Background: an optimization exercise with open tools, aiming at small area and a short achievable clock period. Do not read the settings as production practice. Function was checked by simulation only, so behaviour that the tests miss may differ from the original.

## flow/design.v (module list and top-level ports; edited modules follow where they fit)
// module v24_mul: 64 lines
// module mul16_tree: 680 lines
// module v24_add: 104 lines
// module wbm: 125 lines
module wbm (
    input  wire        clk,
    input  wire        rst,
    input  wire        cfg_we,
    input  wire [4:0]  cfg_addr,
    input  wire [31:0] cfg_wdata,
    input  wire        in_valid,
    input  wire [23:0] in_r,
    input  wire [23:0] in_g,
    input  wire [23:0] in_b,
    output wire        out_valid,
    output wire [23:0] out_r,
    output wire [23:0] out_g,
    output wire [23:0] out_b
);
  // ...
==> flow/flow/run.sh <==
#!/bin/bash
# Layout flow: the standard synthesis, then an inverter-polarity clean-up of
# the gate netlist around the full adders (flow/polarity.py; registers are not
# touched), then the standard ORFS flow from the synthesised netlist on, with
# timing repair aimed at a tighter setup margin than the 18 ns clock needs.
# Each step's full output goes to a log file in this folder.
set -euo pipefail
MARGIN=${MARGIN:-12.6}
R=orfs/results/sky130hd/wbm/base
bash standard.sh synth > flow_synth.log 2>&1
cp $R/1_2_yosys.v $R/1_2_yosys_std.v
python3 flow/polarity.py $R/1_2_yosys_std.v $R/1_2_yosys_pol.v > flow_polarity.log 2>&1
sleep 1
cp $R/1_2_yosys_pol.v $R/1_2_yosys.v
touch $R/1_2_yosys.v
bash standard.sh SETUP_SLACK_MARGIN=$MARGIN MAX_REPAIR_ANTENNAS_ITER_GRT=15 \
    MAX_REPAIR_ANTENNAS_ITER_DRT=15 finish > flow_finish.log 2>&1
==> flow/flow/polarity.py <==
#!/usr/bin/env python3
"""Inverter-polarity clean-up of a flat sky130hd gate netlist written by Yosys.

Yosys maps full adders to sky130 fa cells with whatever input and output
polarity its generic mapping left, and joins them with inverters.  This pass
removes those inverters.  It chooses, for each cell of three kinds, whether
its output carries the original signal or its complement:
  - full adders, which are self-dual: FA(~a,~b,~c) = (~cout, ~sum);
  - XOR2/XNOR2, which take either polarity at each input and absorb it by
    swapping XOR2 <-> XNOR2;
  - gates with a complement of the same inputs (AND2 <-> NAND2, A21O <->
    A21OI, ...), at the difference of their areas.
Then it re-creates one inverter per net for the loads that still need the
complement.  Flip-flops and the ports keep their nets and polarity.  The
choice is a greedy local search on total cell area.

usage: polarity.py in.v out.v
"""
import re, sys
from collections import defaultdict

LIB = 'sky130_fd_sc_hd__'
OUTPINS = {'X', 'Y', 'Q', 'Q_N', 'SUM', 'COUT', 'HI', 'LO'}
AREA = {
    'inv_1': 3.7536, 'buf_1': 3.7536, 'clkbuf_1': 3.7536,
    'and2_0': 6.256, 'and2_1': 6.256, 'nand2_1': 3.7536, 'or2_0': 6.256, 'or2_1': 6.256,
    'nor2_1': 3.7536, 'and3_1': 6.256, 'nand3_1': 5.0048, 'or3_1': 6.256, 'nor3_1': 5.0048,
    'and4_1': 8.7584, 'nand4_1': 6.256, 'or4_1': 7.5072, 'nor4_1': 6.256,
    'a21o_1': 7.5072, 'a21oi_1': 5.0048, 'o21a_1': 7.5072, 'o21ai_0': 5.0048, 'o21ai_1': 5.0048,
    'a22o_1': 8.7584, 'a22oi_1': 7.5072, 'o22a_1': 8.7584, 'o22ai_1': 6.256,
    'a31o_1': 8.7584, 'a31oi_1': 6.256, 'o31a_1': 8.7584, 'o31ai_1': 7.5072,
    'a211o_1': 8.7584, 'a211oi_1': 7.5072, 'o211a_1': 10.0096, 'o211ai_1': 7.5072,
    'a32o_1': 10.0096, 'a32oi_1': 8.7584, 'o32a_1': 10.0096, 'o32ai_1': 8.7584,
    'a221o_1': 10.0096, 'a221oi_1': 8.7584, 'o221a_1': 11.2608, 'o221ai_1': 8.7584,
    'a311o_1': 10.0096, 'a311oi_1': 8.7584, 'o311a_1': 10.0096, 'o311ai_0': 8.7584, 'o311ai_1': 8.7584,
    'a41o_1': 10.0096, 'a41oi_1': 8.7584, 'o41a_1': 11.2608, 'o41ai_1': 8.7584,
    'nand2b_1': 6.256, 'and2b_1': 7.5072, 'nor2b_1': 6.256, 'or2b_1': 7.5072,
    'mux2_1': 11.2608, 'mux2i_1': 10.0096,
    'a2111o_1': 11.2608, 'a2111oi_0': 8.7584, 'o2111a_1': 11.2608, 'o2111ai_1': 8.7584,
    'and3b_1': 8.7584, 'nand3b_1': 7.5072, 'or3b_1': 8.7584, 'nor3b_1': 7.5072,
    'and4b_1': 10.0096, 'nand4b_1': 8.7584, 'or4b_1': 10.0096, 'nor4b_1': 8.7584,
    'a21bo_1': 10.0096, 'a21boi_0': 7.5072, 'o21ba_1': 10.0096, 'o21bai_1': 7.5072,
}
PAIRS = [('and2_1', 'nand2_1'), ('or2_1', 'nor2_1'), ('and3_1', 'nand3_1'), ('or3_1', 'nor3_1'),
         ('and4_1', 'nand4_1'), ('or4_1', 'nor4_1'), ('a21o_1', 'a21oi_1'), ('o21a_1', 'o21ai_0'),
         ('a22o_1', 'a22oi_1'), ('o22a_1', 'o22ai_1'), ('a31o_1', 'a31oi_1'), ('o31a_1', 'o31ai_1'),
         ('a211o_1', 'a211oi_1'), ('o211a_1', 'o211ai_1'), ('a32o_1', 'a32oi_1'), ('o32a_1', 'o32ai_1'),
         ('a221o_1', 'a221oi_1'), ('o221a_1', 'o221ai_1'), ('a311o_1', 'a311oi_1'),
         ('o311a_1', 'o311ai_0'), ('a41o_1', 'a41oi_1'), ('o41a_1', 'o41ai_1'),
         ('and2b_1', 'nand2b_1'), ('or2b_1', 'nor2b_1'), ('mux2_1', 'mux2i_1'),
         ('a2111o_1', 'a2111oi_0'), ('o2111a_1', 'o2111ai_1'), ('and3b_1', 'nand3b_1'),
         ('or3b_1', 'nor3b_1'), ('and4b_1', 'nand4b_1'), ('or4b_1', 'nor4b_1'),
         ('a21bo_1', 'a21boi_0'), ('o21ba_1', 'o21bai_1')]
COMP = {}
for a, b in PAIRS:
    COMP[a] = b
    COMP[b] = a
COMP.update({'and2_0': 'nand2_1', 'or2_0': 'nor2_1', 'o21ai_1': 'o21a_1', 'o311ai_1': 'o311a_1',
             'buf_1': 'inv_1', 'clkbuf_1': 'inv_1'})
INV_AREA = AREA['inv_1']

def outpin(cell):
    # single-output gates: X for non-inverting, Y for inverting
    if cell.startswith(('buf', 'clkbuf', 'and', 'or', 'mux2_', 'a2111o', 'o2111a')) and not cell.startswith(('or2b', 'or3b', 'or4b', 'and2b', 'and3b', 'and4b')):
        return 'X'
    if cell.startswith(('or2b', 'or3b', 'or4b', 'and2b', 'and3b', 'and4b')):
        return 'X'
    if re.match(r'(a|o)\d+(b)?[a-z]?_', cell):
        return 'Y' if re.match(r'(a|o)[0-9]+(b?)(oi|ai|boi|bai)_', cell) else 'X'
    return 'Y'

def esc(n):
    return n + ' ' if n.startswith('\\') else n

def parse(path):
    txt = open(path).read()
    m = re.search(r'module\s+(\S+)\s*\((.*?)\);', txt, re.S)
    body_start = m.end()
    end = txt.rindex('endmodule')
    body = txt[body_start:end]
    decls, cells = [], []
    for st in re.finditer(r'(\S+)\s+(\S+)\s*\((.*?)\)\s*;|((?:input|output|wire|inout)\b[^;]*;)', body, re.S):
        if st.group(4):
            decls.append(st.group(4).strip())
            continue
        pins = [(p, n.strip()) for p, n in re.findall(r'\.(\w+)\(\s*([^()]*?)\s*\)', st.group(3))]
        cells.append([st.group(1), st.group(2), pins])
    return txt[:body_start], decls, cells

def main():
    src, dst = sys.argv[1], sys.argv[2]
    head, decls, cells = parse(src)
    ports_out = set()
    for d in decls:
        if d.startswith('output'):
            for n in re.sub(r'^output\s*(\[[^\]]*\])?', '', d).rstrip(';').split(','):
                ports_out.add(n.strip())
    def is_port_net(net):
        return net in ports_out or re.sub(r'\[\d+\]$', '', net) in ports_out
    short = lambda t: t[len(LIB):] if t.startswith(LIB) else t
    isinv = lambda t: re.match(r'(clk)?inv_\d+$', short(t)) is not None
    isfa = lambda t: re.match(r'fa_\d+$', short(t)) is not None
    isxor = lambda t: re.match(r'x(n)?or2_\d+$', short(t)) is not None

    driver = {}
    for ci, (t, nm, pins) in enumerate(cells):
        for p, n in pins:
            if p in OUTPINS:
                driver[n] = (ci, p)
    removable = set()
    for ci, (t, nm, pins) in enumerate(cells):
        if isinv(t) and not is_port_net(dict(pins)['Y']):
            removable.add(ci)
    def root(net):
        par = 0
        for _ in range(100):
            if net in driver and driver[net][0] in removable:
                net = dict(cells[driver[net][0]][2])['A']
                par ^= 1
            else:
                break
        return net, par
    kind = {}
    for ci, (t, nm, pins) in enumerate(cells):
        s = short(t)
        if isfa(t):
            kind[ci] = 'fa'
        elif isxor(t):
            kind[ci] = 'xor'
        elif s in COMP and not any(is_port_net(n) for p, n in pins if p in OUTPINS):
            kind[ci] = 'comp'
    flip = {ci: 0 for ci in kind}
    darea = {}
    for ci, k in kind.items():
        if k == 'comp':
            s = short(cells[ci][0])
            darea[ci] = AREA[COMP[s]] - AREA[s]
        else:
            darea[ci] = 0.0
    uses = []
    for ci, (t, nm, pins) in enumerate(cells):
        if ci in removable:
            continue
        for k, (p, n) in enumerate(pins):
            if p not in OUTPINS:
                r, q = root(n)
                uses.append((ci, k, r, q))
    uses_by_root = defaultdict(list)
    for u in uses:
        uses_by_root[u[2]].append(u)
    def src_flip(r):
        d = driver.get(r)
        return flip[d[0]] if d and d[0] in flip else 0
    def need_inv(u):
        ci, k, r, q = u
        kd = kind.get(ci)
        if kd == 'xor':
            return 0
        fin = flip[ci] if kd == 'fa' else 0
        return q ^ fin ^ src_flip(r)
    def root_cost(r):
        return INV_AREA if any(need_inv(u) for u in uses_by_root[r]) else 0.0
    cell_roots = defaultdict(set)
    for ci in kind:
        for p, n in cells[ci][2]:
            if p in OUTPINS:
                cell_roots[ci].add(n)
    for u in uses:
        if kind.get(u[0]) == 'fa':
            cell_roots[u[0]].add(u[2])
    def total():
        return sum(root_cost(r) for r in uses_by_root) + sum(darea[c] for c in flip if flip[c])
    before = total()
    order = sorted(kind)
    for it in range(30):
        changed = 0
        for ci in order:
            rs = cell_roots[ci]
            c0 = sum(root_cost(r) for r in rs) + (darea[ci] if flip[ci] else 0)
            flip[ci] ^= 1
            c1 = sum(root_cost(r) for r in rs) + (darea[ci] if flip[ci] else 0)
            if c1 < c0 - 1e-9:
                changed += 1
            else:
                flip[ci] ^= 1
        if not changed:
            break
    # compound moves: a full adder together with the gates that drive it
    in_drv = defaultdict(set)
    for u in uses:
        if kind.get(u[0]) == 'fa':
            d = driver.get(u[2])
            if d and kind.get(d[0]) == 'comp':
                in_drv[u[0]].add(d[0])
    def local(cs):
        rs = set()
        for c in cs:
            rs |= cell_roots[c]
        return sum(root_cost(r) for r in rs) + sum(darea[c] for c in cs if flip[c])
    for it in range(30):
        changed = 0
        for ci in order:
            if kind[ci] != 'fa':
                continue
            grp = [ci] + sorted(in_drv[ci])
            c0 = local(grp)
            flip[ci] ^= 1
            done = [ci]
            for g in grp[1:]:
                a0 = local(grp)
                flip[g] ^= 1
                if local(grp) < a0 - 1e-9:
                    done.append(g)
                else:
                    flip[g] ^= 1
            if local(grp) < c0 - 1e-9:
                changed += 1
            else:
                for g in done:
                    flip[g] ^= 1
        for ci in order:
            rs = cell_roots[ci]
            c0 = sum(root_cost(r) for r in rs) + (darea[ci] if flip[ci] else 0)
            flip[ci] ^= 1
            c1 = sum(root_cost(r) for r in rs) + (darea[ci] if flip[ci] else 0)
            if c1 < c0 - 1e-9:
                changed += 1
            else:
                flip[ci] ^= 1
        if not changed:
            break
    after = total()
    # rewrite
    newinv = {}
    def inv_net(r):
        if r not in newinv:
            newinv[r] = 'pol_n%d' % len(newinv)
        return newinv[r]
    umap = defaultdict(list)
    for u in uses:
        umap[u[0]].append(u)
    # xor type from input mismatches, before rewiring
    xtype = {}
    for ci, kd in kind.items():
        if kd == 'xor' :
            m = 0
            for (c, k, r, q) in umap[ci]:
                m ^= q ^ src_flip(r)
            xtype[ci] = ('xnor' in cells[ci][0]) ^ m ^ flip[ci]
    for u in uses:
        ci, k, r, q = u
        p, n = cells[ci][2][k]
        cells[ci][2][k] = (p, inv_net(r) if need_inv(u) else r)
    nflip = defaultdict(int)
    for ci, kd in kind.items():
        t = cells[ci][0]
        if kd == 'xor':
            size = re.search(r'_(\d+)$', t).group(1)
            xn = xtype[ci]
            cells[ci][0] = LIB + '%s2_%s' % ('xnor' if xn else 'xor', size)
            cells[ci][2] = [(('Y' if xn else 'X') if p in ('X', 'Y') else p, n) for p, n in cells[ci][2]]
        elif kd == 'comp' and flip[ci]:
            s = short(t)
            c = COMP[s]
            nflip[s + '->' + c] += 1
            op_new = outpin(c)
            cells[ci][0] = LIB + c
            cells[ci][2] = [((op_new if p in ('X', 'Y') else p), n) for p, n in cells[ci][2]]
        elif kd == 'fa' and flip[ci]:
            nflip['fa'] += 1
    out = [head]
    out += ['  ' + d for d in decls]
    out += ['  wire %s;' % w for w in newinv.values()]
    for ci, (t, nm, pins) in enumerate(cells):
        if ci in removable:
            continue
        out.append('  %s %s (%s);' % (t, nm, ', '.join('.%s(%s)' % (p, esc(n)) for p, n in pins)))
    for r, nn in newinv.items():
        out.append('  %sinv_1 pol_inv_%s (.A(%s), .Y(%s));' % (LIB, nn[5:], esc(r), nn))
    out.append('endmodule')
    open(dst, 'w').write('\n'.join(out) + '\n')
    print('removable inverters %d; cost before %.1f um2, after %.1f um2; inverters emitted %d'
          % (len(removable), before, after, len(newinv)))
    for k, v in sorted(nflip.items(), key=lambda x: -x[1]):
        print('  flipped %-24s %d' % (k, v))

main()
==> flow/standard.sh <==
#!/bin/bash
# synth_recipe.tcl (not shown) runs the flow's synth.tcl, then flattens the netlist and writes it again
# the make line also repeats each setting of config.mk as NAME=value (left out here)
make -C /OpenROAD-flow-scripts/flow DESIGN_CONFIG=/design/flow/config.mk WORK_HOME=/design/flow/orfs CLKGATE_MAP_FILE= SYNTH_SCRIPT=/design/flow/synth_recipe.tcl "${@:-finish}"
==> flow/config.mk <==
export PLATFORM = sky130hd
export DESIGN_NAME = wbm
export DESIGN_NICKNAME = wbm
export VERILOG_FILES = /design/flow/design.v
export SDC_FILE = /design/flow/constraint.sdc
export NUM_CORES = 8
export LEC_CHECK = 0
export CAP_MARGIN = 20
export CORE_MARGIN = 2
export CORE_UTILIZATION = 55
export CTS_CLUSTER_DIAMETER = 100
export CTS_CLUSTER_SIZE = 30
export PLACE_DENSITY = 0.65
export SLEW_MARGIN = 20
==> flow/constraint.sdc <==
create_clock -name core_clock -period 18.0 [get_ports {clk}]
set_input_delay 3.6000 -clock core_clock [delete_from_list [all_inputs] [get_ports {clk}]]
set_output_delay 3.6000 -clock core_clock [all_outputs]
set_load 0.01 [all_outputs]
==> out/metrics.csv, run 1 <==
metric,value,unit
drcViolationCount,0,
gr-usage-met3,0.0494,
signal_buffers,420,
period_minus_slack,5.27,ns
grt_busiest_layer,met2,
num_antenna_cells,57,
wl_met3,45.7,mm
cp_max_fo,33,
setup_viol,0,
wl_per_cell,21.6,um
min_delay_path_depth,0,
drtIter0Drc,14105,
synth_nets,27417,
port_buffers,178,
status,"complete, no violations",
clkTransAtPathRegs,0.10,ns
worstHoldStart,g_row[0].u_a2.q_z,
multi_input_area_share,0.665,
stdcell_area,237000,sq um
dr_wl_met2,282,mm
dieHeight,643,um
die_area,414000,sq um
critPathSlowestCell,inv_1,
clk_latency,0.95,ns
endpoint_kind,flip-flop,
drv_slew,0,
htree_num_levels,4,
worst-path-buf-inv,3,
nClkBuffers,177,
crit_cells,14,
vias,167689,
via_per_inst,5.89,
ff2ff_path_depth,14,
grt_max_degree,100,
cp_cell_sequence,"buf_4, inv_1, buf_4, nor2_1, fa_1, fa_1, fa_1, fa_1, ha_1, o21a_1, o21a_1, o21ai_0, a21oi_1, or2_2",
multi_input_comb_cells,18347,
drv_cap,0,
placed_area,231000,sq um
worstReg2RegEnd,g_row[0].u_m0.q_c,
==> module v24_mul, before the edit <==
module v24_mul (
    input  wire        clk,
    input  wire [23:0] a,
    input  wire [23:0] b,
    output reg  [23:0] y
);
    function automatic [3:0] tz15(input [14:0] v);
        integer i;
        begin
            tz15 = 4'd15;
            for (i = 14; i >= 0; i = i - 1)
                if (v[i]) tz15 = i[3:0];
        end
    endfunction
    wire [31:0] r0, r1;
    mul16_tree u_t (.x({1'b1, a[14:0]}), .y({1'b1, b[14:0]}), .r0(r0), .r1(r1));
    wire        z1   = (a[22:15] == 8'd0) || (b[22:15] == 8'd0);
    wire [9:0]  e0   = {2'b00, a[22:15]} + {2'b00, b[22:15]} - 10'd127;
    wire [4:0]  tzs  = {1'b0, tz15(a[14:0])} + {1'b0, tz15(b[14:0])};
    wire [14:0] lo = {1'b0, r0[13:0]} + {1'b0, r1[13:0]};
    reg  [31:14] q_r0, q_r1;
    reg         q_c;
    reg  [9:0]  q_e;       
    reg         q_sh, q_sl, q_s;
    always @(posedge clk) begin
        q_r0 <= r0[31:14];
        q_r1 <= r1[31:14];
        q_c  <= lo[14];
        q_e  <= z1 ? 10'h200 : e0;
        q_sh <= (tzs < 5'd15);    
        q_sl <= (tzs < 5'd14);    
        q_s  <= a[23] ^ b[23];
    end
    wire [31:14] p    = q_r0 + q_r1 + {17'd0, q_c};
    wire        n     = p[31];
    wire [15:0] mant  = n ? p[31:16] : p[30:15];
    wire        guard = n ? p[15] : p[14];
    wire        st    = n ? q_sh : q_sl;
    wire [9:0]  q_e1  = q_e + 10'd1;
    reg  [14:0] r_m;       
    reg         r_rb, r_s;
    reg  [9:0]  r_e;
    always @(posedge clk) begin
        r_m  <= mant[14:0];
        r_rb <= guard & (st | mant[0]);
        r_e  <= n ? q_e1 : q_e;
        r_s  <= q_s;
    end
    wire [15:0] mr = {1'b0, r_m} + {15'd0, r_rb};
    wire [9:0]  e1  = r_e + 10'd1;
    wire        uf0 = r_e[9] || r_e == 10'd0;
    wire        of0 = !r_e[9] && (r_e[8] || r_e[7:0] == 8'd255);
    wire        uf1 = e1[9] || e1 == 10'd0;
    wire        of1 = !e1[9] && (e1[8] || e1[7:0] == 8'd255);
    wire        ovf = mr[15];
    always @(posedge clk) begin
        if (ovf ? uf1 : uf0)
            y <= {r_s, 23'd0};
        else if (ovf ? of1 : of0)
            y <= {r_s, 8'd254, 15'h7fff};
        else
            y <= {r_s, ovf ? e1[7:0] : r_e[7:0], mr[14:0]};
    end
endmodule
==> module v24_add, before the edit <==
module v24_add (
    input  wire        clk,
    input  wire [23:0] a,
    input  wire [23:0] b,
    output reg  [23:0] y
);
    function automatic [4:0] tz16(input [14:0] v);
        integer i;
        begin
            tz16 = 5'd15;
            for (i = 14; i >= 0; i = i - 1)
                if (v[i]) tz16 = i[4:0];
        end
    endfunction
    wire        a_zero = (a[22:15] == 8'd0);
    wire        b_zero = (b[22:15] == 8'd0);
    wire        swap = (b[22:0] > a[22:0]);
    wire [23:0] big  = swap ? b : a;
    wire [23:0] sml  = swap ? a : b;
    wire [8:0]  dab  = {1'b0, a[22:15]} - {1'b0, b[22:15]};
    wire [8:0]  dba  = {1'b0, b[22:15]} - {1'b0, a[22:15]};
    wire [7:0]  d    = swap ? dba[7:0] : dab[7:0];
    wire [4:0]  tza  = tz16(a[14:0]);
    wire [4:0]  tzb  = tz16(b[14:0]);
    wire [4:0]  tzs  = swap ? tza : tzb;
    wire        sml_zero = swap ? a_zero : b_zero;
    wire [18:0] ys   = {1'b1, sml[14:0], 3'b000};
    wire [18:0] ysc  = (sml_zero || d >= 8'd20) ? 19'd0 : (ys >> {d[4:2], 2'b00});
    wire        st   = !sml_zero && ({3'b000, d} > {3'b000, tzs} + 8'd3);
    reg  [14:0] q_xm;
    reg  [18:0] q_ys;
    reg  [1:0]  q_df;
    reg         q_st;
    reg  [7:0]  q_e;
    reg         q_s, q_sub, q_z;
    always @(posedge clk) begin
        q_xm  <= big[14:0];
        q_ys  <= ysc;
        q_df  <= (d >= 8'd20) ? 2'd0 : d[1:0];
        q_st  <= st;
        q_e   <= big[22:15];
        q_s   <= (a_zero & b_zero) ? (a[23] & b[23]) : big[23];
        q_sub <= big[23] ^ sml[23];
        q_z   <= a_zero & b_zero;
    end
    wire [18:0] ysh = q_ys >> q_df;
    wire [18:0] ya  = {ysh[18:1], ysh[0] | q_st};
    wire [19:0] xb  = {2'b01, q_xm, 3'b000};
    wire [19:0] s   = q_sub ? (xb - {1'b0, ya}) : (xb + {1'b0, ya});
    reg  [2:0]  nz4;
    always @* begin
        if (s[19:16] != 4'd0)      nz4 = 3'd0;
        else if (s[15:12] != 4'd0) nz4 = 3'd1;
        else if (s[11:8] != 4'd0)  nz4 = 3'd2;
        else if (s[7:4] != 4'd0)   nz4 = 3'd3;
        else                       nz4 = 3'd4;
    end
    wire [19:0] sc = s << {nz4, 2'b00};
    reg  [19:0] r_s;
    reg  [2:0]  r_c;       
    reg  [7:0]  r_e;       
    reg         r_sg, r_z;
    always @(posedge clk) begin
        r_s  <= sc;
        r_c  <= nz4;
        r_e  <= q_e;
        r_sg <= q_s;
        r_z  <= q_z;
    end
    reg  [1:0]  f;
    always @* begin
        if (r_s[19])      f = 2'd0;
        else if (r_s[18]) f = 2'd1;
        else if (r_s[17]) f = 2'd2;
        else              f = 2'd3;
    end
    wire [19:0] norm  = r_s << f;
    wire [14:0] m     = norm[18:4];
    wire        guard = norm[3];
    wire        stk   = |norm[2:0];
    wire [15:0] mr = {1'b0, m} + {15'd0, guard & (stk | m[0])};
    wire [9:0]  e0 = {2'b00, r_e} + 10'd1 - {5'd0, r_c, f};
    wire [9:0]  e1 = {2'b00, r_e} + 10'd2 - {5'd0, r_c, f};
    wire        uf0 = e0[9] || e0 == 10'd0;
    wire        of0 = !e0[9] && (e0[8] || e0[7:0] == 8'd255);
    wire        uf1 = e1[9] || e1 == 10'd0;
    wire        of1 = !e1[9] && (e1[8] || e1[7:0] == 8'd255);
    wire        ovf = mr[15];
    wire        uf  = ovf ? uf1 : uf0;
    wire        of  = ovf ? of1 : of0;
    wire [7:0]  eo  = ovf ? e1[7:0] : e0[7:0];
    always @(posedge clk) begin
        if (r_z)
            y <= {r_sg, 23'd0};
        else if (!norm[19])
            y <= 24'd0;
        else if (uf)
            y <= {r_sg, 23'd0};
        else if (of)
            y <= {r_sg, 8'd254, 15'h7fff};
        else
            y <= {r_sg, eo, mr[14:0]};
    end
endmodule
==> run 2, diff against run 1 <==
--- a/flow/design.v
+++ b/flow/design.v
@@ -16,4 +16,2 @@
     mul16_tree u_t (.x({1'b1, a[14:0]}), .y({1'b1, b[14:0]}), .r0(r0), .r1(r1));
-    wire        z1   = (a[22:15] == 8'd0) || (b[22:15] == 8'd0);
-    wire [9:0]  e0   = {2'b00, a[22:15]} + {2'b00, b[22:15]} - 10'd127;
     wire [4:0]  tzs  = {1'b0, tz15(a[14:0])} + {1'b0, tz15(b[14:0])};
@@ -22,3 +20,3 @@
     reg         q_c;
-    reg  [9:0]  q_e;       
+    reg  [7:0]  q_eb;      
     reg         q_sh, q_sl, q_s;
@@ -28,3 +26,3 @@
         q_c  <= lo[14];
-        q_e  <= z1 ? 10'h200 : e0;
+        q_eb <= b[22:15];
         q_sh <= (tzs < 5'd15);    
@@ -38,6 +36,5 @@
     wire        st    = n ? q_sh : q_sl;
-    wire [9:0]  q_e1  = q_e + 10'd1;
     reg  [14:0] r_m;       
-    reg         r_rb, r_s;
-    reg  [9:0]  r_e;
+    reg         r_rb, r_s, r_n;
+    reg  [7:0]  r_eb;
     always @(posedge clk) begin
@@ -45,3 +42,4 @@
         r_rb <= guard & (st | mant[0]);
-        r_e  <= n ? q_e1 : q_e;
+        r_n  <= n;
+        r_eb <= q_eb;
         r_s  <= q_s;
@@ -49,5 +47,7 @@
     wire [15:0] mr = {1'b0, r_m} + {15'd0, r_rb};
-    wire [9:0]  e1  = r_e + 10'd1;
-    wire        uf0 = r_e[9] || r_e == 10'd0;
-    wire        of0 = !r_e[9] && (r_e[8] || r_e[7:0] == 8'd255);
+    wire        z  = (a[22:15] == 8'd0) || (r_eb == 8'd0);
+    wire [9:0]  e0 = z ? 10'h200 : ({2'b00, a[22:15]} + {2'b00, r_eb} - 10'd127 + {9'd0, r_n});
+    wire [9:0]  e1  = e0 + 10'd1;
+    wire        uf0 = e0[9] || e0 == 10'd0;
+    wire        of0 = !e0[9] && (e0[8] || e0[7:0] == 8'd255);
     wire        uf1 = e1[9] || e1 == 10'd0;
@@ -61,3 +61,3 @@
         else
-            y <= {r_s, ovf ? e1[7:0] : r_e[7:0], mr[14:0]};
+            y <= {r_s, ovf ? e1[7:0] : e0[7:0], mr[14:0]};
     end
@@ -768,3 +768,2 @@
     wire [4:0]  tzb  = tz16(b[14:0]);
-    wire [4:0]  tzs  = swap ? tza : tzb;
     wire        sml_zero = swap ? a_zero : b_zero;
@@ -772,3 +771,5 @@
     wire [18:0] ysc  = (sml_zero || d >= 8'd20) ? 19'd0 : (ys >> {d[4:2], 2'b00});
-    wire        st   = !sml_zero && ({3'b000, d} > {3'b000, tzs} + 8'd3);
+    wire        st_a = !a_zero && (dba[7:0] > {3'b000, tza} + 8'd3);
+    wire        st_b = !b_zero && (dab[7:0] > {3'b000, tzb} + 8'd3);
+    wire        st   = swap ? st_a : st_b;
     reg  [14:0] q_xm;
==> flow/flow/run.sh (replaced) <==
#!/bin/bash
# Layout flow: the standard synthesis, then an inverter-polarity clean-up of
# the gate netlist around the full adders (flow/polarity.py; registers are not
# touched; if the cleaned netlist does not elaborate against the cell library,
# the standard netlist is kept), then the standard ORFS flow from the
# synthesised netlist on, with timing repair aimed at a tighter setup margin
# than the 18 ns clock needs, plain port buffers and no dummy clock loads.
# Each step's full output goes to a log file in this folder.
set -euo pipefail
MARGIN=${MARGIN:-13.0}
R=orfs/results/sky130hd/wbm/base
LIB=$FLOW_HOME/platforms/sky130hd/lib/sky130_fd_sc_hd__tt_025C_1v80.lib
bash standard.sh synth > flow_synth.log 2>&1
cp $R/1_2_yosys.v $R/1_2_yosys_std.v
if python3 flow/polarity.py $R/1_2_yosys_std.v $R/1_2_yosys_pol.v > flow_polarity.log 2>&1 &&
   yosys -p "read_liberty -lib $LIB; read_verilog $R/1_2_yosys_pol.v; hierarchy -check -top $FLOW_TOP" \
       > flow_polarity_check.log 2>&1; then
    sleep 1
    cp $R/1_2_yosys_pol.v $R/1_2_yosys.v
    touch $R/1_2_yosys.v
else
    echo "polarity clean-up not used" >> flow_polarity.log
fi
bash standard.sh SETUP_SLACK_MARGIN=$MARGIN MAX_REPAIR_ANTENNAS_ITER_GRT=15 \
    MAX_REPAIR_ANTENNAS_ITER_DRT=15 \
    "BUFFER_PORTS_ARGS=-buffer_cell sky130_fd_sc_hd__buf_2" \
    "CTS_ARGS=-sink_clustering_enable -repair_clock_nets -dont_use_dummy_load -sink_clustering_size 30 -sink_clustering_max_diameter 100 -buf_list sky130_fd_sc_hd__clkbuf_16" \
    finish > flow_finish.log 2>&1
--- a/flow/flow/polarity.py
+++ b/flow/flow/polarity.py
@@ -60,12 +60,12 @@
 INV_AREA = AREA['inv_1']
+# whole-tree flips save little area and put inverters on the high-fanout
+# operand nets at the start of the multiplier paths; off by default
+COMPONENT_MOVES = False
 
 def outpin(cell):
-    # single-output gates: X for non-inverting, Y for inverting
-    if cell.startswith(('buf', 'clkbuf', 'and', 'or', 'mux2_', 'a2111o', 'o2111a')) and not cell.startswith(('or2b', 'or3b', 'or4b', 'and2b', 'and3b', 'and4b')):
-        return 'X'
-    if cell.startswith(('or2b', 'or3b', 'or4b', 'and2b', 'and3b', 'and4b')):
-        return 'X'
-    if re.match(r'(a|o)\d+(b)?[a-z]?_', cell):
-        return 'Y' if re.match(r'(a|o)[0-9]+(b?)(oi|ai|boi|bai)_', cell) else 'X'
-    return 'Y'
+    # single-output gates: Y for the inverting ones, X for the others
+    base = cell.rsplit('_', 1)[0]
+    if base.startswith(('nand', 'nor', 'inv', 'clkinv', 'xnor', 'mux2i')) or base.endswith(('oi', 'ai')):
+        return 'Y'
+    return 'X'
 
@@ -187,2 +187,50 @@
             break
+    # whole-component moves: flip every full adder of a connected group of
+    # full adders (a multiplier tree) at once, then let the single moves
+    # settle; keep the result if the total went down
+    parent = {c: c for c in kind if kind[c] == 'fa'}
+    def find(c):
+        while parent[c] != c:
+            parent[c] = parent[parent[c]]
+            c = parent[c]
+        return c
+    for u in uses:
+        if kind.get(u[0]) == 'fa':
+            d = driver.get(u[2])
+            if d and kind.get(d[0]) == 'fa':
+                ra, rb = find(u[0]), find(d[0])
+                if ra != rb:
+                    parent[ra] = rb
+    comps = defaultdict(list)
+    for c in parent:
+        comps[find(c)].append(c)
+    def settle():
+        for it in range(30):
+            changed = 0
+            for ci in order:
+                rs = cell_roots[ci]
+                c0 = sum(root_cost(r) for r in rs) + (darea[ci] if flip[ci] else 0)
+                flip[ci] ^= 1
+                c1 = sum(root_cost(r) for r in rs) + (darea[ci] if flip[ci] else 0)
+                if c1 < c0 - 1e-9:
+                    changed += 1
+                else:
+                    flip[ci] ^= 1
+            if not changed:
+                break
+    ncomp = 0
+    for key, members in sorted(comps.items(), key=lambda kv: -len(kv[1])):
+        if not COMPONENT_MOVES or len(members) < 20:
+            continue
+        t0 = total()
+        saved = dict(flip)
+        for c in members:
+            flip[c] ^= 1
+        settle()
+        if total() < t0 - 1e-9:
+            ncomp += 1
+        else:
+            flip.clear()
+            flip.update(saved)
+    print('component moves kept: %d of %d' % (ncomp, sum(1 for m in comps.values() if len(m) >= 20)))
     # compound moves: a full adder together with the gates that drive it
@@ -277,4 +325,13 @@
         out.append('  %s %s (%s);' % (t, nm, ', '.join('.%s(%s)' % (p, esc(n)) for p, n in pins)))
+    # inverter size by the number of loads (inv_2 has the area of inv_1)
+    nload = defaultdict(int)
+    for ci, (t, nm, pins) in enumerate(cells):
+        if ci in removable:
+            continue
+        for p, n in pins:
+            if p not in OUTPINS and n.startswith('pol_n'):
+                nload[n] += 1
     for r, nn in newinv.items():
-        out.append('  %sinv_1 pol_inv_%s (.A(%s), .Y(%s));' % (LIB, nn[5:], esc(r), nn))
+        size = 4 if nload[nn] > 8 else 2
+        out.append('  %sinv_%d pol_inv_%s (.A(%s), .Y(%s));' % (LIB, size, nn[5:], esc(r), nn))
     out.append('endmodule')
--- a/flow/config.mk
+++ b/flow/config.mk
@@ -9,6 +9,4 @@
 export CORE_MARGIN = 2
-export CORE_UTILIZATION = 55
-export CTS_CLUSTER_DIAMETER = 100
-export CTS_CLUSTER_SIZE = 30
-export PLACE_DENSITY = 0.65
+export CORE_UTILIZATION = 60
+export PLACE_DENSITY = 0.7
 export SLEW_MARGIN = 20
==> run 2 against run 1 <==
  * Flip-flop and latch count is 132 lower
  * Setup slack improved by 0.28 ns
  * Die area decreased by 8.0%
==> out/metrics.csv, run 2 <==
metric,value,unit,change
grt_pass1_wl,963,mm,
antenna_found_initial,46,,
cts_tree,yes,,
via_per_inst,6.10,,+3.5%
regMostFlops,cm,,
port_buffers,178,,unchanged
syn_area,225000,sq um,
hold_viol,0,,
synthCells,23545,,
period_minus_slack,4.99,ns,-0.282 ns
finalNetCount,27321,,
htree_num_levels,4,,unchanged
synth_nets,27708,,+1.1%
ant_nets,0,,
fp.coreArea,375000,sq um,
drive_above_1_share,0.118,,
worst-path-buf-inv,1,,-2
die_w,617,um,
first_pass_iters,6,,
worst_pin_slew,1.20,ns,
drcViolationCount,0,,unchanged
numCtsBuffers,142,,
clk_latency,0.95,ns,about the same
layout_common_cells,"fa_1 (2,433), and2_1 (2,347), dfxtp_1 (2,203)",,
cp_max_fo,1,,-97%
slowest_delay,0.32,ns,
final_common_cell,fa_1,,
synth_warnings,17,,
final.period_utilization,0.277,,
cp_top_family,flip-flops,,
largest_reg_flops,216,,
postCtsHoldBufs,0,,
gp_congestion,0.958,,
drv_slew,0,,unchanged
start_util,0.601,,
worst_ep_arrival_time,1.39,ns,
critPathSlowestCell,dfxtp_1,,
setup_tns,0,ns,
routed_wl,615,mm,
clkTransAtPathRegs,0.11,ns,about the same
status,"complete, no violations",,
grt_pass1_vias,171265,,
cp_cell_sequence,buf_2,,
cts-root-buf,clkbuf_16,,
clk_path_buf_depth,4,,
clock_sinks,2639,,
wl_per_cell,21.7,um,+0.59%
max_slew_margin,0.197,,
areaGrowthSynthToFinish,4.70,%,
whs,0.288,ns,
drv_cap,0,,unchanged
required,14.40,ns,
vias,172513,,+2.9%
endpoint_kind,primary output,,
worstSetupPathType,flip-flop to primary output,,
rows,225,,
avgSynthCellArea,9.57,sq um,
globalRoute.totalOverflow,0,,
fillers,31444,,
drtIter0Drc,13764,,-2.4%
rsz0062_at_grt,true,,
hpwl,453,mm,
clock.fmax,201,MHz,
die_area,380000,sq um,-8.0%
setup_viol,0,,unchanged
grt.total_usage,0.319,,
start_kind,flip-flop,,
fin_skew,0.110,ns,
r2r_setup_slack,13.10,ns,
grt_max_degree,95,,-5.0%
hold_class,flip-flop to flip-flop,,
io_pins,186,,
dieHeight,617,um,-4.1%
-- run 2: changes by cell type in the layout (fill, tap and decap cells not counted), moves of 57 or more --
cell	change
and2_1	-79
a21oi_1	-70
o21ai_0	+76
diode_2	+79
inv_1	-1169
inv_2	+1234
o21a_1	+57
xor2_1	-167
nor2b_1	+70
clkdlybuf4s50_1	-105
o211ai_1	+61
dlygate4sd2_1	-73
buf_2	+164
dfxtp_1	-146
-- run 2: final timing paths --
check,start,to,depth (start not counted)
hold / removal,g_row[2].u_a2.q_s,g_row[2].u_a2.r_sg,0
setup / recovery,g_row[2].u_a2.y[23],out_b[23],1
setup reg to reg,cm[6][7],g_row[2].u_m0.q_c,12
hold reg to reg,g_row[2].u_a2.q_s,g_row[2].u_a2.r_sg,0
-- run 2: repair_timing --
action,CTS,global route
pin swaps,6,13
gates resized for setup,73,124
gates cloned,4,4
setup endpoints to repair,313,410
buffers inserted,8,47
-- run 2: metal layers --
metal	GRT usage	vias to the layer above	part of all wire
met1	0.408	84172	0.41
li1	-	80254	-
met2	0.530	6655	0.47
met5	0	-	0.00013
met4	0.157	10	0.049
met3	0.0480	1422	0.071
-- run 2: area by class of cell --
cell class	instances	area (sq um)	area share
Inverter	1259	4780	0.0203
Tap cell	4994	6250	0.0265
Clock buffer	142	3550	0.0151
Timing Repair Buffer	436	3050	0.0129
Multi-Input combinational cell	18680	161000	0.683
Antenna cell	136	340	0.00144
Sequential cell	2639	56800	0.241
-- run 2: per-stage QoR --
stage	utilization	worst slack [ns]	cell area (sq um)	instances
after floorplan	-	13.06	225000	23545
after global placement	0.616	12.28	231000	27945
after detailed placement	0.616	12.20	231000	27945
after CTS	0.626	12.92	235000	28099
after global routing	0.629	12.90	236000	28209
final	0.630	13.01	236000	28286
==> module wbm, before the edit <==
module wbm (
    input  wire        clk,
    input  wire        rst,
    input  wire        cfg_we,
    input  wire [4:0]  cfg_addr,
    input  wire [31:0] cfg_wdata,
    input  wire        in_valid,
    input  wire [23:0] in_r,
    input  wire [23:0] in_g,
    input  wire [23:0] in_b,
    output wire        out_valid,
    output wire [23:0] out_r,
    output wire [23:0] out_g,
    output wire [23:0] out_b
);
    localparam [23:0] ONE = 24'h3f8000;
    localparam integer LAT = 17;
    reg        c_we;
    reg        c_rst;
    reg [4:0]  c_addr;
    reg [23:0] c_data;
    reg        c_en;
    always @(posedge clk) begin
        c_we   <= cfg_we & ~rst;
        c_rst  <= rst;
        c_addr <= cfg_addr;
        c_data <= cfg_wdata[23:0];
        c_en   <= cfg_wdata[31];
    end
    wire [23:0] d_zero = c_rst ? 24'd0 : c_data;
    wire [23:0] d_one  = c_rst ? ONE   : c_data;
    wire        d_en   = c_rst ? 1'b0  : c_en;
    wire        wr     = c_we & ~c_rst;
    reg [23:0] wb [0:2];
    reg [23:0] cm [0:8];
    reg [23:0] co [0:2];
    reg        hl_en;
    reg [23:0] white;
    integer n;
    always @(posedge clk) begin
        for (n = 0; n < 3; n = n + 1) begin
            if (c_rst || (wr && c_addr == n))      wb[n] <= d_one;
            if (c_rst || (wr && c_addr == 16 + n)) co[n] <= d_zero;
        end
        for (n = 0; n < 9; n = n + 1)
            if (c_rst || (wr && c_addr == 4 + n))
                cm[n] <= (n == 0 || n == 4 || n == 8) ? d_one : d_zero;
        if (c_rst || (wr && c_addr == 5'd20)) begin
            hl_en <= d_en;
            white <= d_one;
        end
    end
    reg        v_pipe [0:LAT-1];
    reg [23:0] px [0:2];
    always @(posedge clk) begin
        px[0] <= in_r;
        px[1] <= in_g;
        px[2] <= in_b;
    end
    always @(posedge clk) begin
        if (rst) begin
            for (n = 0; n < LAT; n = n + 1)
                v_pipe[n] <= 1'b0;
        end else begin
            v_pipe[0] <= in_valid;
            for (n = 1; n < LAT; n = n + 1)
                v_pipe[n] <= v_pipe[n-1];
        end
    end
    assign out_valid = v_pipe[LAT-1];
    function automatic v24_gt(input [23:0] a, input [23:0] b);
        reg a_zero, b_zero;
        begin
            a_zero = (a[22:15] == 8'd0);
            b_zero = (b[22:15] == 8'd0);
            if (a_zero && b_zero)
                v24_gt = 1'b0;
            else if (a_zero)
                v24_gt = b[23];
            else if (b_zero)
                v24_gt = !a[23];
            else if (a[23] != b[23])
                v24_gt = !a[23];
            else if (!a[23])
                v24_gt = (a[22:0] > b[22:0]);
            else
                v24_gt = (a[22:0] < b[22:0]);
        end
    endfunction
    wire [23:0] wbp [0:2];
    reg  [23:0] w [0:2];
    genvar k, j;
    generate
        for (k = 0; k < 3; k = k + 1) begin : g_wb
            v24_mul u_mul (.clk(clk), .a(wb[k]), .b(px[k]), .y(wbp[k]));
            always @(posedge clk)
                w[k] <= (hl_en && v24_gt(wbp[k], white)) ? white : wbp[k];
        end
    endgenerate
    reg [23:0] w2d [0:2];
    always @(posedge clk) begin
        w2d[0] <= w[2];
        w2d[1] <= w2d[0];
        w2d[2] <= w2d[1];
    end
    wire [23:0] p0 [0:2];
    wire [23:0] p1 [0:2];
    wire [23:0] p2 [0:2];
    wire [23:0] s01 [0:2];
    wire [23:0] s012 [0:2];
    wire [23:0] so [0:2];
    generate
        for (j = 0; j < 3; j = j + 1) begin : g_row
            v24_mul u_m0 (.clk(clk), .a(cm[3*j]),   .b(w[0]),   .y(p0[j]));
            v24_mul u_m1 (.clk(clk), .a(cm[3*j+1]), .b(w[1]),   .y(p1[j]));
            v24_mul u_m2 (.clk(clk), .a(cm[3*j+2]), .b(w2d[2]), .y(p2[j]));
            v24_add u_a0 (.clk(clk), .a(p0[j]),   .b(p1[j]),  .y(s01[j]));
            v24_add u_a1 (.clk(clk), .a(s01[j]),  .b(p2[j]),  .y(s012[j]));
            v24_add u_a2 (.clk(clk), .a(s012[j]), .b(co[j]),  .y(so[j]));
        end
    endgenerate
    assign out_r = so[0];
    assign out_g = so[1];
    assign out_b = so[2];
endmodule
==> run 3, diff against run 2 <==
--- a/flow/design.v
+++ b/flow/design.v
@@ -779,3 +779,3 @@
     reg  [7:0]  q_e;
-    reg         q_s, q_sub, q_z;
+    reg         q_s, q_sub;
     always @(posedge clk) begin
@@ -788,3 +788,2 @@
         q_sub <= big[23] ^ sml[23];
-        q_z   <= a_zero & b_zero;
     end
@@ -806,3 +805,3 @@
     reg  [7:0]  r_e;       
-    reg         r_sg, r_z;
+    reg         r_sg;
     always @(posedge clk) begin
@@ -812,3 +811,2 @@
         r_sg <= q_s;
-        r_z  <= q_z;
     end
@@ -837,3 +835,3 @@
     always @(posedge clk) begin
-        if (r_z)
+        if (r_e == 8'd0)           
             y <= {r_sg, 23'd0};
@@ -866,18 +864,7 @@
     localparam integer LAT = 17;
-    reg        c_we;
-    reg        c_rst;
-    reg [4:0]  c_addr;
-    reg [23:0] c_data;
-    reg        c_en;
-    always @(posedge clk) begin
-        c_we   <= cfg_we & ~rst;
-        c_rst  <= rst;
-        c_addr <= cfg_addr;
-        c_data <= cfg_wdata[23:0];
-        c_en   <= cfg_wdata[31];
-    end
-    wire [23:0] d_zero = c_rst ? 24'd0 : c_data;
-    wire [23:0] d_one  = c_rst ? ONE   : c_data;
-    wire        d_en   = c_rst ? 1'b0  : c_en;
-    wire        wr     = c_we & ~c_rst;
+    wire [23:0] d_zero = rst ? 24'd0 : cfg_wdata[23:0];
+    wire [23:0] d_one  = rst ? ONE   : cfg_wdata[23:0];
+    wire        d_en   = rst ? 1'b0  : cfg_wdata[31];
+    wire        wr     = cfg_we & ~rst;
+    wire [4:0]  c_addr = cfg_addr;
     reg [23:0] wb [0:2];
@@ -890,9 +877,9 @@
         for (n = 0; n < 3; n = n + 1) begin
-            if (c_rst || (wr && c_addr == n))      wb[n] <= d_one;
-            if (c_rst || (wr && c_addr == 16 + n)) co[n] <= d_zero;
+            if (rst || (wr && c_addr == n))      wb[n] <= d_one;
+            if (rst || (wr && c_addr == 16 + n)) co[n] <= d_zero;
         end
         for (n = 0; n < 9; n = n + 1)
-            if (c_rst || (wr && c_addr == 4 + n))
+            if (rst || (wr && c_addr == 4 + n))
                 cm[n] <= (n == 0 || n == 4 || n == 8) ? d_one : d_zero;
-        if (c_rst || (wr && c_addr == 5'd20)) begin
+        if (rst || (wr && c_addr == 5'd20)) begin
             hl_en <= d_en;
==> run 3 against run 2 <==
  * Still clean on timing, DRC and antenna
  * Sequential share of layout area decreased by 0.28 points
  * Synthesized cell count shrank 0.90%
  * Register-to-register slack better by 0.05 ns
  * Flip-flop and latch count down 50
  * Wire length grew 1.9%
  * Clock skew down 0.012 ns
  * Non-clock buffer count fell by 13
  * Highest routed layer unchanged
==> out/metrics.csv, run 3 <==
metric,value,unit,change
status,"complete, no violations",,
first_pass_iters,9,,+3
drtIter0Drc,14238,,+3.4%
hold_end,g_row[1].u_m0.r_s,,
grt_max_degree,91,,-4.2%
final_common_cell,fa_1,,
cts_tree,yes,,
globalRoute.totalOverflow,0,,unchanged
cts-root-buf,clkbuf_16,,
routed_wl,627,mm,+1.9%
hold_viol,0,,unchanged
gp_congestion,0.970,,+1.2%
io_pins,186,,unchanged
worstHoldStart,g_row[1].u_m0.q_s,,
synth_nets,27505,,-0.73%
start_util,0.603,,+0.00115
required,18.46,ns,+4.06 ns
whs,0.308,ns,+0.0206 ns
endpoint_kind,flip-flop,,
ant_nets,0,,unchanged
dieHeight,615,um,-0.27%
layout_common_cells,"fa_1 (2,433), and2_1 (2,321), dfxtp_1 (2,146)",,
grt_pass1_wl,976,mm,+1.4%
worstSetupPathType,primary input to flip-flop,,
multi_input_area,161000,sq um,-0.13%
drv_cap,0,,unchanged
worst_slack,13.03,ns,+0.0130 ns
cp_max_fo,24,,+23
placed_area,229000,sq um,-0.58%
fillers,31593,,+0.47%
rows,224,,-0.44%
gr-usage-met3,0.0501,,+0.00205
antenna_found_initial,55,,+20%
critPathSlowestCell,o21bai_4,,
min_delay_path_depth,0,,unchanged
stdcell_area,235000,sq um,-0.58%
areaGrowthSynthToFinish,4.67,%,about the same
largest_reg_flops,216,,unchanged
worst_ep_arrival_time,5.44,ns,+4.05 ns
use_met2,0.541,,+0.0109
place_ws,11.99,ns,-0.205 ns
postCtsHoldBufs,0,,unchanged
setup_tns,0,ns,unchanged
finalNetCount,27110,,-0.77%
setup_viol,0,,unchanged
final.period_utilization,0.276,,-0.000722
r2r_setup_slack,13.15,ns,+0.05 ns
drcViolationCount,0,,unchanged
cp_top_family,compound AO/OA/AOI/OAI gates,,
period_minus_slack,4.97,ns,-0.0130 ns
syn_area,224000,sq um,-0.55%
vias,170995,,-0.88%
ff2ff_path_depth,12,,unchanged
drive_above_1_share,0.123,,+0.00471
via_per_inst,6.11,,+0.13%
hold_class,flip-flop to flip-flop,,
fin_skew,0.0982,ns,-0.0120 ns
slowest_delay,0.89,ns,+0.57 ns
layout.cells.non_filler,28002,,-1.0%
worstReg2RegEnd,g_row[2].u_m0.q_c,,
dpl.cell_count,27706,,-0.86%
worst-path-buf-inv,1,,unchanged
regMostFlops,cm,,
r2r_start,cm[6][7],,
port_buffers,178,,unchanged
clkTransAtPathRegs,0.10,ns,about the same
numCtsBuffers,143,,+0.70%
grt_busiest_layer,met2,,
rsz0062_at_grt,true,,
max_slew_margin,0.248,,+0.0510
clk_latency,0.94,ns,about the same
ff_latch_area,55800,sq um,-1.7%
die_w,615,um,-0.27%
wl_per_cell,22.4,um,+2.9%
worst_pin_slew,1.12,ns,-0.0857 ns
htree_num_levels,4,,unchanged
synth_warnings,17,,unchanged
synthCells,23333,,-0.90%
clock.fmax,201,MHz,+0.26%
die_area,378000,sq um,-0.55%
start_kind,primary input,,
fp.coreArea,372000,sq um,-0.74%
hpwl,465,mm,+2.7%
clk_path_buf_depth,4,,unchanged
clock_sinks,2589,,-1.9%
finish.utilization,0.631,,+0.00101
drv_slew,0,,unchanged
grt.met1_usage,0.410,,+0.00136
cp_cell_sequence,"buf_4, nor3b_1, nand3_1, o21bai_4",,
avgSynthCellArea,9.60,sq um,+0.35%
grt.total_usage,0.327,,+0.00739
grt_pass1_vias,172077,,+0.47%
## run 3: timing repair
action / CTS / global route
gates resized for setup: 94 / 131
gates cloned: 2 / 5
pin swaps: 5 / 17
setup buffers: 6 / 45
endpoints found under the setup margin: 260 / 428
## run 3: worst max path at each step
stage	cells after the start	endpoint	start
final	4	cm[5][14]	rst
after global routing	4	cm[5][1]	rst
after CTS	1	out_g[20]	g_row[1].u_a2.y[20]
after detailed placement	14	g_row[1].u_a1.r_s[19]	g_row[1].u_a1.q_df[0]
after global placement	14	g_row[1].u_a1.r_s[18]	g_row[1].u_a1.q_df[0]
after floorplan	3	cm[5][0]	rst
## run 3: worst reg2reg max path: stages (launching register included)
cell      delay, ns
edfxtp_1       0.96
and2_1         0.26
fa_1           0.44
fa_1           0.54
fa_1           0.45
fa_1           0.57
fa_1           0.42
ha_1           0.29
o21a_1         0.11
o21a_1         0.16
o21ai_0        0.15
a21oi_1        0.05
or2_2          0.33
## run 3: final cells by class
cell class                      instances  share of cell area
Tap cell                             4972              0.0265
Timing Repair Buffer                  423              0.0126
Antenna cell                           94             0.00100
Sequential cell                      2589               0.238
Clock buffer                          143              0.0153
Multi-Input combinational cell      18515               0.686
Inverter                             1266              0.0205
## run 3: routing by layer
layer / up-vias / routed length [um]
met2: 6600 / 296000
met5: - / 68
met3: 1511 / 43300
li1: 79397 / -
met4: 8 / 36100
met1: 83479 / 251000
==> run 4, diff against run 3 <==
--- a/flow/design.v
+++ b/flow/design.v
@@ -750,8 +750,12 @@
 );
-    function automatic [4:0] tz16(input [14:0] v);
-        integer i;
+    function automatic lost4(input [14:0] m, input [2:0] c);
         begin
-            tz16 = 5'd15;
-            for (i = 14; i >= 0; i = i - 1)
-                if (v[i]) tz16 = i[4:0];
+            case (c)
+                3'd0:    lost4 = 1'b0;
+                3'd1:    lost4 = m[0];
+                3'd2:    lost4 = |m[4:0];
+                3'd3:    lost4 = |m[8:0];
+                3'd4:    lost4 = |m[12:0];
+                default: lost4 = 1'b1;
+            endcase
         end
@@ -760,10 +764,8 @@
     wire        b_zero = (b[22:15] == 8'd0);
-    wire        swap = (b[22:0] > a[22:0]);
-    wire [23:0] big  = swap ? b : a;
-    wire [23:0] sml  = swap ? a : b;
     wire [8:0]  dab  = {1'b0, a[22:15]} - {1'b0, b[22:15]};
     wire [8:0]  dba  = {1'b0, b[22:15]} - {1'b0, a[22:15]};
+    wire        swap = dab[8] || (dab[7:0] == 8'd0 && b[14:0] > a[14:0]);
     wire [7:0]  d    = swap ? dba[7:0] : dab[7:0];
-    wire [4:0]  tza  = tz16(a[14:0]);
-    wire [4:0]  tzb  = tz16(b[14:0]);
+    wire [23:0] big  = swap ? b : a;
+    wire [23:0] sml  = swap ? a : b;
     wire        sml_zero = swap ? a_zero : b_zero;
@@ -771,4 +773,6 @@
     wire [18:0] ysc  = (sml_zero || d >= 8'd20) ? 19'd0 : (ys >> {d[4:2], 2'b00});
-    wire        st_a = !a_zero && (dba[7:0] > {3'b000, tza} + 8'd3);
-    wire        st_b = !b_zero && (dab[7:0] > {3'b000, tzb} + 8'd3);
+    wire [2:0]  ca   = (dba[7:0] >= 8'd20) ? 3'd5 : dba[4:2];
+    wire [2:0]  cb   = (dab[7:0] >= 8'd20) ? 3'd5 : dab[4:2];
+    wire        st_a = !a_zero && lost4(a[14:0], ca);
+    wire        st_b = !b_zero && lost4(b[14:0], cb);
     wire        st   = swap ? st_a : st_b;
@@ -777,3 +781,3 @@
     reg  [1:0]  q_df;
-    reg         q_st;
+    reg         q_st;      
     reg  [7:0]  q_e;
@@ -790,3 +794,6 @@
     wire [18:0] ysh = q_ys >> q_df;
-    wire [18:0] ya  = {ysh[18:1], ysh[0] | q_st};
+    wire        stf = (q_df == 2'd1) ? q_ys[0] :
+                      (q_df == 2'd2) ? |q_ys[1:0] :
+                      (q_df == 2'd3) ? |q_ys[2:0] : 1'b0;
+    wire [18:0] ya  = {ysh[18:1], ysh[0] | q_st | stf};
     wire [19:0] xb  = {2'b01, q_xm, 3'b000};
@@ -864,7 +871,18 @@
     localparam integer LAT = 17;
-    wire [23:0] d_zero = rst ? 24'd0 : cfg_wdata[23:0];
-    wire [23:0] d_one  = rst ? ONE   : cfg_wdata[23:0];
-    wire        d_en   = rst ? 1'b0  : cfg_wdata[31];
-    wire        wr     = cfg_we & ~rst;
-    wire [4:0]  c_addr = cfg_addr;
+    reg        c_we;
+    reg        c_rst;
+    reg [4:0]  c_addr;
+    reg [23:0] c_data;
+    reg        c_en;
+    always @(posedge clk) begin
+        c_we   <= cfg_we & ~rst;
+        c_rst  <= rst;
+        c_addr <= cfg_addr;
+        c_data <= cfg_wdata[23:0];
+        c_en   <= cfg_wdata[31];
+    end
+    wire [23:0] d_zero = c_rst ? 24'd0 : c_data;
+    wire [23:0] d_one  = c_rst ? ONE   : c_data;
+    wire        d_en   = c_rst ? 1'b0  : c_en;
+    wire        wr     = c_we & ~c_rst;
     reg [23:0] wb [0:2];
@@ -877,9 +895,9 @@
         for (n = 0; n < 3; n = n + 1) begin
-            if (rst || (wr && c_addr == n))      wb[n] <= d_one;
-            if (rst || (wr && c_addr == 16 + n)) co[n] <= d_zero;
+            if (c_rst || (wr && c_addr == n))      wb[n] <= d_one;
+            if (c_rst || (wr && c_addr == 16 + n)) co[n] <= d_zero;
         end
         for (n = 0; n < 9; n = n + 1)
-            if (rst || (wr && c_addr == 4 + n))
+            if (c_rst || (wr && c_addr == 4 + n))
                 cm[n] <= (n == 0 || n == 4 || n == 8) ? d_one : d_zero;
-        if (rst || (wr && c_addr == 5'd20)) begin
+        if (c_rst || (wr && c_addr == 5'd20)) begin
             hl_en <= d_en;
@@ -907,3 +925,3 @@
     function automatic v24_gt(input [23:0] a, input [23:0] b);
-        reg a_zero, b_zero;
+        reg a_zero, b_zero, mgt, meq;
         begin
@@ -911,2 +929,4 @@
             b_zero = (b[22:15] == 8'd0);
+            mgt    = (a[22:0] > b[22:0]);
+            meq    = (a[22:0] == b[22:0]);
             if (a_zero && b_zero)
@@ -920,5 +940,5 @@
             else if (!a[23])
-                v24_gt = (a[22:0] > b[22:0]);
+                v24_gt = mgt;
             else
-                v24_gt = (a[22:0] < b[22:0]);
+                v24_gt = !mgt && !meq;
         end
--- a/flow/flow/run.sh
+++ b/flow/flow/run.sh
@@ -9,3 +9,3 @@
 set -euo pipefail
-MARGIN=${MARGIN:-13.0}
+MARGIN=${MARGIN:-13.2}
 R=orfs/results/sky130hd/wbm/base
@@ -26,3 +26,3 @@
     "BUFFER_PORTS_ARGS=-buffer_cell sky130_fd_sc_hd__buf_2" \
-    "CTS_ARGS=-sink_clustering_enable -repair_clock_nets -dont_use_dummy_load -sink_clustering_size 30 -sink_clustering_max_diameter 100 -buf_list sky130_fd_sc_hd__clkbuf_16" \
+    "CTS_ARGS=-sink_clustering_enable -repair_clock_nets -dont_use_dummy_load -sink_clustering_size 30 -sink_clustering_max_diameter 100 -wire_unit 5 -buf_list sky130_fd_sc_hd__clkbuf_16" \
     finish > flow_finish.log 2>&1
==> run 4 against run 3 <==
  * Still clean on timing, DRC and antenna
  * Worst hold slack got worse by 0.069 ns
  * Critical path depth decreased by 3
  * Design area decreased by 1.6%
  * Setup slack improved by 0.15 ns
  * First-iteration DRC count decreased by 4.8%
  * Utilization increased by 0.56 points
  * Fmax increased by 3.1%
  * Die area decreased by 2.3%
  * Via count decreased by 2.4%
  * Highest routed layer unchanged
==> out/metrics.csv, run 4 <==
metric,value,unit,change
status,"complete, no violations",,
clk_path_buf_depth,3,,-1
cp_top_family,flip-flops,,
avgSynthCellArea,9.59,sq um,-0.13%
worst_ep_arrival_time,1.22,ns,-4.22 ns
layout_common_cells,"fa_1 (2,429), and2_1 (2,265), dfxtp_1 (2,145)",,
globalRoute.totalOverflow,0,,unchanged
hpwl,448,mm,-3.8%
largest_reg_flops,216,,unchanged
first_pass_iters,6,,-3
drv_cap,0,,unchanged
grt_pass1_vias,165957,,-3.6%
fp.coreArea,363000,sq um,-2.5%
cts-root-buf,clkbuf_16,,
setup_tns,0,ns,unchanged
r2r_setup_slack,13.29,ns,+0.14 ns
grt_max_degree,83,,-8.8%
period_minus_slack,4.82,ns,-0.150 ns
required,14.40,ns,-4.06 ns
antenna_found_initial,39,,-29%
final_common_cell,fa_1,,
worst_pin_slew,1.23,ns,+0.110 ns
start_util,0.604,,+0.00112
worstSetupPathType,flip-flop to primary output,,
die_area,370000,sq um,-2.3%
drtIter0Drc,13561,,-4.8%
start_kind,flip-flop,,
drcViolationCount,0,,unchanged
synth_warnings,17,,unchanged
worstReg2RegEnd,g_row[0].u_a1.r_s[12],,
numCtsBuffers,134,,-6.3%
setup_viol,0,,unchanged
critPathSlowestCell,dfxtp_2,,
r2r_start,g_row[0].u_a1.q_df[0],,
max_slew_margin,0.174,,-0.0738
ff2ff_path_depth,18,,+6
postCtsHoldBufs,0,,unchanged
finish.utilization,0.636,,+0.00557
gp_congestion,0.972,,+0.21%
finalNetCount,26592,,-1.9%
fillers,30363,,-3.9%
worstHoldStart,g_row[2].u_a2.q_e[4],,
clkTransAtPathRegs,0.11,ns,about the same
synthCells,22832,,-2.1%
drv_slew,0,,unchanged
syn_area,219000,sq um,-2.3%
min_delay_path_depth,0,,unchanged
regMostFlops,cm,,
clock_sinks,2621,,+1.2%
grt.total_usage,0.324,,-0.00253
clk_latency,0.79,ns,-0.15 ns
drive_above_1_share,0.133,,+0.0107
hold_class,flip-flop to flip-flop,,
fin_skew,0.113,ns,+0.0147 ns
whs,0.239,ns,-0.0694 ns
cts_tree,yes,,
cp_max_fo,1,,-96%
hold_end,g_row[2].u_a2.r_e[4],,
rows,221,,-1.3%
htree_num_levels,4,,unchanged
io_pins,186,,unchanged
endpoint_kind,primary output,,
port_buffers,178,,unchanged
ant_nets,0,,unchanged
final.period_utilization,0.268,,-0.00831
cp_cell_sequence,buf_6,,
vias,166840,,-2.4%
dieHeight,608,um,-1.1%
rsz0062_at_grt,true,,
clock.fmax,207,MHz,+3.1%
worst-path-buf-inv,1,,unchanged
slowest_delay,0.34,ns,-0.55 ns
wl_per_cell,22.3,um,-0.56%
die_w,608,um,-1.1%
grt_pass1_wl,946,mm,-3.1%
synth_nets,26896,,-2.2%
areaGrowthSynthToFinish,5.40,%,
via_per_inst,6.07,,-0.54%
routed_wl,611,mm,-2.4%
hold_viol,0,,unchanged
==> run 4: cell types whose count changed in the layout (fill, tap and decap cells not counted), moves of 49 or more <==
| cell | before | now |
|---|---|---|
| nand2_1 | 1299 | 1530 |
| a21oi_1 | 1482 | 1336 |
| ha_1 | 1624 | 1511 |
| a21o_1 | 386 | 304 |
| o21ai_0 | 949 | 1022 |
| buf_4 | 226 | 293 |
| or3_1 | 121 | 57 |
| and2_1 | 2321 | 2265 |
| diode_2 | 94 | 150 |
| o21bai_1 | 146 | 92 |
| nor2_1 | 1621 | 1572 |
==> run 4: metal layers <==
layer / wire [um] / part of all wire / GRT usage
met5: 180 / 0.00029 / 0
met4: 29500 / 0.048 / 0.158
met3: 47200 / 0.077 / 0.0563
met2: 291000 / 0.48 / 0.540
met1: 244000 / 0.40 / 0.408
==> run 4: timing repair <==
item,CTS,global route
gates resized for setup,169,276
gates cloned,8,8
setup endpoints to repair,436,615
setup buffers,46,99
pin swaps,20,63
endpoints found under the hold margin,0,0
==> run 4: stage by stage <==
step	setup slack (ns)	area, sq um	instances
after global routing	13.08	231000	27362
after detailed placement	11.42	224000	27025
after floorplan	13.21	219000	22832
after CTS	13.12	228000	27213
final	13.18	231000	27470
after global placement	11.54	224000	27024
==> run 4: final cells by class <==
type                       count  area, sq um  share of cell area
inverter                    1294         4890              0.0212
antenna                      150          375             0.00163
tap                         4794         6000              0.0260
clock buffer                 134         3350              0.0145
sequential                  2621        56500               0.245
timing repair buffer         513         3770              0.0163
multi-input combinational  17964       156000               0.676
==> run 4: worst max-delay path by stage <==
stage / from / end / slack [ns] / cells past startpoint
2_1_floorplan: g_row[1].u_a0.q_df[1] / g_row[1].u_a0.r_s[15] / 13.21 / 20
3_5_place_dp: g_row[1].u_a2.q_df[0] / g_row[1].u_a2.r_s[18] / 11.42 / 16
6_report: g_row[1].u_a2.y[12] / out_g[12] / 13.18 / 1
5_1_grt: g_row[2].u_a2.q_df[1] / g_row[2].u_a2.r_s[16] / 13.08 / 17
4_1_cts: g_row[1].u_a2.y[0] / out_g[0] / 13.12 / 1
3_3_place_gp: g_row[1].u_a2.q_df[0] / g_row[1].u_a2.r_s[18] / 11.54 / 16

## re-timing with driven ports
In the flow no input, the clock included, has a driving cell. The finished layouts below were timed again as built, in two steps.
Step 1: set_driving_cell puts a clkbuf_16 on clk and a buf_2 on each other input, an assumption about the parent block.
Step 2, shift: input delay + t, output delay - t, t = (earliest + latest rising clock arrival at the registers) / 2. This alone moves slack from input paths to output paths.
Slacks: ideal / step 1 / step 2; pairs: ideal / step 1.
run	t, ns	slack for setup (ns)	clock arrival spread, ns	worst register clock-pin slew, ns
run 1	1.028	12.731 / 12.685 / 12.731	0.099 / 0.099	0.12 / 0.12
run 2	1.004	13.013 / 12.900 / 13.099	0.122 / 0.122	0.12 / 0.12
run 3	1.014	13.026 / 12.915 / 12.023	0.105 / 0.105	0.12 / 0.12
run 4	0.841	13.176 / 13.059 / 13.291	0.160 / 0.160	0.11 / 0.11
After both steps every run listed still meets setup and hold. For run 3, which loses most, drivers alone change the setup slack by -0.111 ns; drivers and shift together by -1.003 ns.
